This design comes from an exercise in tuning for small area, a short achievable clock period and few clock cycles per item on the open sky130 flow, not from production work. At most, simulation tests tie the RTL to the original design; equivalence was not proved. No activity file was given, so power comes from the tool's default toggle rates.

Setup of rev 12:
## facet_tile
module facet_tile (
    input  wire        clk,
    input  wire        rst,
    input  wire        start,
    input  wire [1:0]  cls,           
    input  wire [31:0] crc_in,        
    output wire        idle,
    input  wire        in_valid,
    input  wire [7:0]  in_data,
    output wire        in_ready,
    output reg         out_valid,
    output reg  [63:0] out_data,
    input  wire        out_ready,
    output reg         done,
    output wire [3:0]  done_cause,    
    output wire [7:0]  done_offset,   
    output wire [31:0] done_arg,      
    output wire [31:0] done_crc       
);
For scale: roughly 240 flip-flops, roughly 190 I/O pins.
make LEC_CHECK=0 CAP_MARGIN=20 CORE_MARGIN=2 CORE_UTILIZATION=30 CTS_CLUSTER_DIAMETER=90 CTS_CLUSTER_SIZE=30 GPL_TIMING_DRIVEN=0 PLACE_DENSITY=0.5 SLEW_MARGIN=20 finish   # period 10.0 ns
run.sh (not shown) runs the stock make flow with config.mk's settings and CLKGATE_MAP_FILE= SYNTH_SCRIPT=/design/flow/synth_recipe.tcl, a recipe that flattens the netlist after the stock synthesis.
Edits applied to the flow inputs when going from rev 12 to rev 13:
--- a/flow/design.v
+++ b/flow/design.v
@@ -32,17 +32,17 @@
     reg  [1:0]  cls_q;
     reg  [8:0]  idx;          
     reg  [3:0]  pst;          
     reg         fail;         
     reg  [3:0]  cause;
     reg  [7:0]  offset;
     reg  [31:0] arg;
     reg  [31:0] crc;
-    reg         n_first;      
+    reg  [10:0] p_last;       
     reg         rdy;
     reg         v0, v1;
     reg  [7:0]  h0, h1;
     reg         pend;
     reg  [9:0]  pend_l;
     reg  [7:0]  code_st;
     reg  [7:0]  len_st;       
     reg         bm;           
@@ -268,18 +268,17 @@
             ln_sel[k]  = bm ? pend_l[k] : (!run_act || (!f_on && k > f_l[2:0]));
         end
     wire ip_plain = busy && v0 && (pst != P_NLEN) && (pst != P_BMAP) &&
                     (pst != P_NCOD || !pend);
     wire nlen_go  = busy && v0 && (pst == P_NLEN) && (!pend || idx != slen_m1);
     wire ip_bm    = busy && v0 && (pst == P_BMAP) && !run_act;
     wire ip_acc   = ip_plain || nlen_go || ip_bm;
     wire bm_go    = busy && bm && pend && wr_ok;
-    wire [10:0] n_last = n_first ? {3'd0, len_st}
-                                 : {1'b0, run_l} + {3'd0, len_st} + 11'd1;
+    wire [10:0] n_last = p_last + {3'd0, len_st} + 11'd1;
     wire last_byte = (idx == slen_m1 + 9'd1) || (ip_acc && idx == slen_m1);
     wire og_fin    = ofin && wr_ok;
     wire push = in_valid && rdy;
     integer j;
     always @(posedge clk) begin
         if (ip_acc) begin
             h0 <= v1 ? h1 : in_data;
             v0 <= v1 || push;
@@ -397,17 +396,17 @@
                     P_B2: begin code_st  <= b; pst <= P_BMAP; end
                     P_NCOD: begin
                         if (n_last[10]) begin
                             fail <= 1'b1; cause <= 4'd6; offset <= idx[7:0] - 8'd1;
                             pend <= 1'b1; pend_l <= 10'd1023; code_st <= 8'd0;
                             pst <= P_TRAIL;
                         end else begin
                             pend <= 1'b1; pend_l <= n_last[9:0]; code_st <= b;
-                            n_first <= 1'b0;
+                            p_last <= n_last;
                             pst <= (n_last[9:0] == 10'd1023) ? P_TRAIL : P_NLEN;
                         end
                     end
                     default: if (!fail && b != 8'd0) begin    
                         fail <= 1'b1; cause <= 4'd4; offset <= idx[7:0]; arg <= 32'd0;
                     end
                 endcase
             end
@@ -422,17 +421,17 @@
                 cls_q    <= cls;
                 crc      <= crc_in;
                 idx      <= 9'd0;
                 pst      <= P_HDR;
                 fail     <= 1'b0;
                 cause    <= 4'd0;
                 offset   <= 8'd0;
                 arg      <= 32'd0;
-                n_first  <= 1'b1;
+                p_last   <= 11'h7FF;
                 pend     <= 1'b0;
                 run_act  <= 1'b0;
                 bm       <= 1'b0;
                 q        <= 3'd0;
                 bcnt     <= 7'd0;
                 ofin     <= 1'b0;
             end
         end
Notes after the runs:
- Higher number of signal-net inverters in the final layout goes to rev 13 over rev 12.
- The lower clock group share of total power of rev 12 and rev 13 is in rev 12.
- Rev 13 against rev 12: largest fanout on the critical path -5, upper clock frequency limit +0.0081 GHz, cell area after layout +about 0.46%, total power -150 uW, final non-filler cell total +about 1%.
- Routed wire length (lower): rev 13
- Clock-buffer cell count ends up lower on rev 12.
Testbench counts of rev 13, summed over its fixed seeds: cycles 516,466, tiles 1,920.
No functional check of the RTL was part of rev 12.


Another version of the RTL of facet_tile (not shown whole).
Size in the first run: about 240 flip-flops, ~190 I/O pins, about 17,000 um^2 of cells after synthesis.
export LEC_CHECK = 0
export CAP_MARGIN = 20
export CORE_MARGIN = 2
export CORE_UTILIZATION = 40
export PLACE_DENSITY = 0.6
export SLEW_MARGIN = 20
create_clock -name core_clock -period 10.0 [get_ports {clk}]
Next try:
--- a/flow/design.v
+++ b/flow/design.v
@@ -33,15 +33,15 @@
     reg  [8:0]  idx;          
     reg  [3:0]  pst;          
     reg         fail;         
     reg  [3:0]  cause;
     reg  [7:0]  offset;
     reg  [31:0] arg;
     reg  [31:0] crc;
-    reg         n_first;      
+    reg  [10:0] p_last;       
     reg         rdy;
     reg         v0, v1;
     reg  [7:0]  h0, h1;
     reg         pend;
     reg  [9:0]  pend_l;
     reg  [7:0]  code_st;
     reg  [7:0]  len_st;       
@@ -113,22 +113,26 @@
     integer    k;
     always @(*)
         for (k = 0; k < 8; k = k + 1) begin
             ln_plan[k] = bm ? (busy && pend)
                             : (rn_can && k >= q && (f_on || k <= f_l[2:0]));
             ln_sel[k]  = bm ? pend_l[k] : !run_act;
         end
+    reg  [63:0] beat_nx;
+    always @(*)
+        for (k = 0; k < 8; k = k + 1)
+            beat_nx[8*k +: 8] = ln_plan[k] ? (ln_sel[k] ? code_st : run_code)
+                                           : out_data[8*k +: 8];
     wire ip_plain = busy && v0 && (pst != P_NLEN) && (pst != P_BMAP) &&
                     (pst != P_NCOD || !pend);
     wire nlen_go  = busy && v0 && (pst == P_NLEN) && (!pend || idx != slen_m1);
     wire ip_bm    = busy && v0 && (pst == P_BMAP) && !run_act;
     wire ip_acc   = ip_plain || nlen_go || ip_bm;
     wire bm_go    = busy && bm && pend && wr_ok;
-    wire [10:0] n_last = n_first ? {3'd0, len_st}
-                                 : {1'b0, run_l} + {3'd0, len_st} + 11'd1;
+    wire [10:0] n_last = p_last + {3'd0, len_st} + 11'd1;
     wire last_byte = (idx == slen_m1 + 9'd1) || (ip_acc && idx == slen_m1);
     wire og_fin    = ofin && wr_ok;
     wire push = in_valid && rdy;
     integer j;
     always @(posedge clk) begin
         if (ip_acc) begin
             h0 <= v1 ? h1 : in_data;
@@ -141,18 +145,18 @@
             else if (!v1) h1 <= in_data;
             v0 <= v0 || push;
             v1 <= v1 || (v0 && push);
             rdy <= !(v1 || (v0 && push));
         end
         begin
             done <= 1'b0;
-            if (xfer) begin
+            if (xfer)
                 out_valid <= 1'b0;
-                crc <= crc64(crc, out_data);
-            end
+            if (wr_ok && bt_plan)
+                crc <= crc64(crc, beat_nx);
             for (j = 0; j < 8; j = j + 1)
                 if (wr_ok && ln_plan[j])
                     out_data[8*j +: 8] <= ln_sel[j] ? code_st : run_code;
             if (wr_ok && bt_plan) begin
                 out_valid <= 1'b1;
                 bcnt <= bcnt + 7'd1;
                 if (bcnt == 7'd127) ofin <= 1'b1;
@@ -248,15 +252,15 @@
                     P_NCOD: begin
                         if (n_last[10]) begin
                             fail <= 1'b1; cause <= 4'd6; offset <= idx[7:0] - 8'd1;
                             pend <= 1'b1; pend_l <= 10'd1023; code_st <= 8'd0;
                             pst <= P_TRAIL;
                         end else begin
                             pend <= 1'b1; pend_l <= n_last[9:0]; code_st <= b;
-                            n_first <= 1'b0;
+                            p_last <= n_last;
                             pst <= (n_last[9:0] == 10'd1023) ? P_TRAIL : P_NLEN;
                         end
                     end
                     default: if (!fail && b != 8'd0) begin    
                         fail <= 1'b1; cause <= 4'd4; offset <= idx[7:0]; arg <= 32'd0;
                     end
                 endcase
@@ -273,15 +277,15 @@
                 crc      <= crc_in;
                 idx      <= 9'd0;
                 pst      <= P_HDR;
                 fail     <= 1'b0;
                 cause    <= 4'd0;
                 offset   <= 8'd0;
                 arg      <= 32'd0;
-                n_first  <= 1'b1;
+                p_last   <= 11'h7FF;
                 pend     <= 1'b0;
                 run_act  <= 1'b0;
                 bm       <= 1'b0;
                 q        <= 3'd0;
                 bcnt     <= 7'd0;
                 ofin     <= 1'b0;
             end
The changed run finished clean.
Combinational power came out lower by about 3%.
Clock-buffer cell count is higher by 6.
Fmax is lower by about 37%.
Via count grows by about 11%.
Global-route usage climbs by 1.9 points.
Sequential power is higher by about 5%.
Final area is higher by about 8%.
Area after synthesis came out higher by 8.1%.
Routed wire length increases by 15%.
No functional check of the RTL was part of any run of this note.

==> static timing again, ports no longer ideal <==
The flow's constraints put no driver on any port. The routed layouts listed below were extracted and timed again, unchanged, in two steps. Step 1 (the two cells are an assumption about what drives the block):
set clk [get_ports {clk}]
set_driving_cell -lib_cell sky130_fd_sc_hd__clkbuf_16 $clk
set_driving_cell -lib_cell sky130_fd_sc_hd__buf_2 [delete_from_list [all_inputs] $clk]
Step 2 moves the port delays by t, midway between the first and last clock arrival at a register: inputs arrive t later, outputs are due t later. That takes back most of the time a late clock gives input paths. Slacks: no drivers / after step 1 / after step 2; pairs: no drivers / after step 1.
run | shift t [ns] | slack for setup (ns) | worst setup path after step 2
rev 12 | 0.597 | 5.989 / 5.989 / 5.575 | input to register
rev 13 | 0.606 | 6.116 / 6.051 / 5.705 | input to register
the first run of note 2 | 0.624 | 5.950 / 5.896 / 5.663 | input to register
the second run of note 2 | 0.654 | 3.558 / 3.558 / 3.558 | register to register
After both steps every run listed still meets setup and hold. The setup slack of rev 12, which loses most, moves by 0.000 ns with the drivers and by -0.414 ns with both steps.
